This is an optimization exercise on Yosys and OpenROAD, whose aim is small area, not a production implementation.
Only simulation tests tie the RTL to the original design; equivalence was not proved.

==> flow/design.v (excerpt) <==
module lane_rank_cic (
    input  wire               clk,
    input  wire               rst,
    input  wire [3:0]         cfg_rank_taps,    
    input  wire [2:0]         cfg_cic_order,    
    input  wire               cfg_cic_m,        
    input  wire [16:0]        cfg_cic_ratio,    
    input  wire [17:0]        cfg_cic_gain,     
    input  wire [5:0]         cfg_cic_shift,    
    input  wire               in_valid,
    input  wire signed [15:0] in_data,
    output wire               out_valid,
    output wire signed [15:0] out_data,
    output wire               out_sat
);
    integer i, j, s;
    genvar gs, gj;
    wire take = in_valid & ~rst;
    wire l4   = |cfg_cic_ratio[16:2];           
    reg  [16:0] cnt;
    wire        strobe = (cnt == 17'd1);
    always @(posedge clk) begin
        if (rst)
            cnt <= 17'd1;
        else if (in_valid)
            cnt <= strobe ? cfg_cic_ratio : cnt - 17'd1;
    end
    reg  signed [15:0] win [0:8];        
    reg         [35:0] pb;               
    wire        [7:0]  le_new;           
  ...
export LEC_CHECK = 0
export CAP_MARGIN = 20
export CORE_MARGIN = 2
export CORE_UTILIZATION = 60
export CTS_CLUSTER_DIAMETER = 100
export CTS_CLUSTER_SIZE = 28
export SLEW_MARGIN = 20
export SYNTH_HIERARCHICAL = 1
export SYNTH_MINIMUM_KEEP_SIZE = 0
create_clock -name core_clock -period 16.0 [get_ports {clk}]
run.sh (not shown) runs the stock make flow with config.mk's settings and CLKGATE_MAP_FILE= SYNTH_SCRIPT=/design/flow/synth_recipe.tcl, a recipe that flattens the netlist after the stock synthesis.
Then changed:
CORE_UTILIZATION = 40   (was 60)
CTS_CLUSTER_SIZE = 27   (was 28)
Register-to-register slack got worse by 0.16 ns.
Die area goes up by 49%.
Maximum frequency goes down by about 3%.
Setup slack got worse by 0.44 ns.
Cell area goes up by 1.5%.

* * *

Starting RTL as in the previous note.
Settings: LEC_CHECK=0, CAP_MARGIN=20, CORE_MARGIN=2, CORE_UTILIZATION=60, CTS_CLUSTER_DIAMETER=100, CTS_CLUSTER_SIZE=27, SLEW_MARGIN=20, SYNTH_HIERARCHICAL=1, SYNTH_MINIMUM_KEEP_SIZE=0; clock period 16.0 ns.
The starting point passed the timing, design-rule and antenna checks.
Change:
--- a/flow/config.mk
+++ b/flow/config.mk
@@ -11,3 +11,3 @@
 export CTS_CLUSTER_DIAMETER = 100
-export CTS_CLUSTER_SIZE = 27
+export CTS_CLUSTER_SIZE = 32
 export SLEW_MARGIN = 20
Outcome:
- utilization drops by 0.13 points
- maximum frequency climbs slightly
- final area barely changes
- area after synthesis stays the same
- die area is unchanged
- count of clock-buffer cells in the layout drops by 14

* * *

lane_rank_cic, a different RTL version from the one above (not shown whole).
Size: ~1300 flip-flops, ~86 I/O pins, roughly 71000 µm² of cells after synthesis.
make LEC_CHECK=0 CAP_MARGIN=20 CORE_MARGIN=2 CORE_UTILIZATION=40 SLEW_MARGIN=20 SYNTH_HIERARCHICAL=1 SYNTH_MINIMUM_KEEP_SIZE=0 finish   # period 16.0 ns
Rerun with:
- CORE_UTILIZATION: 40 -> 55
- CTS_BUF_LIST: unset -> sky130_fd_sc_hd__clkbuf_4 sky130_fd_sc_hd__clkbuf_8
Worst setup slack is better by 85 ps. Global-route usage went up by 7.1 points. Register-to-register slack gets better by 100 ps. Count of clock-buffer cells in the layout went up by 145. Design area shrinks by 1.4%.

* * *

Setup of T:
lane_rank_cic, a different RTL version from the one above (not shown whole).
Size in the first run: ~4,600 cells after synthesis, about 1,300 flip-flops, ~86 I/O pins, roughly 66,000 µm² of cells after synthesis.
make LEC_CHECK=0 CAP_MARGIN=20 CORE_MARGIN=2 CORE_UTILIZATION=40 CTS_CLUSTER_DIAMETER=100 CTS_CLUSTER_SIZE=28 SLEW_MARGIN=20 SYNTH_HIERARCHICAL=1 SYNTH_MINIMUM_KEEP_SIZE=0 finish   # period 16.0 ns
#### Input delta (P over T)
diff --git a/flow/config.mk b/flow/config.mk
--- a/flow/config.mk
+++ b/flow/config.mk
@@ -10,5 +10,5 @@
 export CORE_UTILIZATION = 40
 export CTS_CLUSTER_DIAMETER = 100
-export CTS_CLUSTER_SIZE = 28
+export CTS_CLUSTER_SIZE = 20
 export SLEW_MARGIN = 20
 export SYNTH_HIERARCHICAL = 1
--- outcome ---
P reached the final stage; the timing, design-rule and antenna checks on its layout passed.
Post-layout worst setup margin (P over T): decrease, 0.033 ns
Of T and P, P shows the lower headroom to the max-slew limit, with T above it.
Going from T to P, sequential share of layout area fell 0.35 points, signed area change from the synthesized netlist to the final layout has increased.
Final-layout clock buffer total of P exceeds that of T by more than a quarter.

static timing again, ports no longer ideal:
The flow's constraints put no driver on any port. The routed layouts listed below were extracted and timed again, unchanged, in two steps. Step 1 assumes that a clkbuf_16 drives the clock port and a buf_2 every other input. Step 2 moves the port delays by t, midway between the first and last clock arrival at a register: inputs arrive t later, outputs are due t later. That takes back most of the time a late clock gives input paths. Slacks: no drivers / after step 1 / after step 2; pairs: no drivers / after step 1.
run	t (ns)	setup WS [ns]	hold slack, ns	cell pins on the clock port's net
the first run of note 1	0.764	1.895 / 1.895 / 1.277	0.342 / 0.342 / 0.342	1
the second run of note 1	0.758	1.455 / 1.500 / 0.741	0.358 / 0.358 / 0.358	1
the first run of note 2	0.764	1.872 / 1.872 / 1.300	0.359 / 0.359 / 0.359	1
the second run of note 2	0.751	1.937 / 1.937 / 1.292	0.362 / 0.362 / 0.362	1
the first run of note 3	0.820	1.146 / 1.146 / 0.411	0.372 / 0.372 / 0.372	1
the second run of note 3	0.951	1.231 / 1.247 / 0.320	0.371 / 0.371 / 0.371	1
T	0.792	1.428 / 1.428 / 0.886	0.366 / 0.366 / 0.366	1
P	0.769	1.395 / 1.395 / 0.868	0.386 / 0.386 / 0.386	1
After both steps setup and hold are still met in every run listed. For the second run of note 3, which loses most, drivers alone change the setup slack by +0.016 ns; drivers and shift together by -0.911 ns.
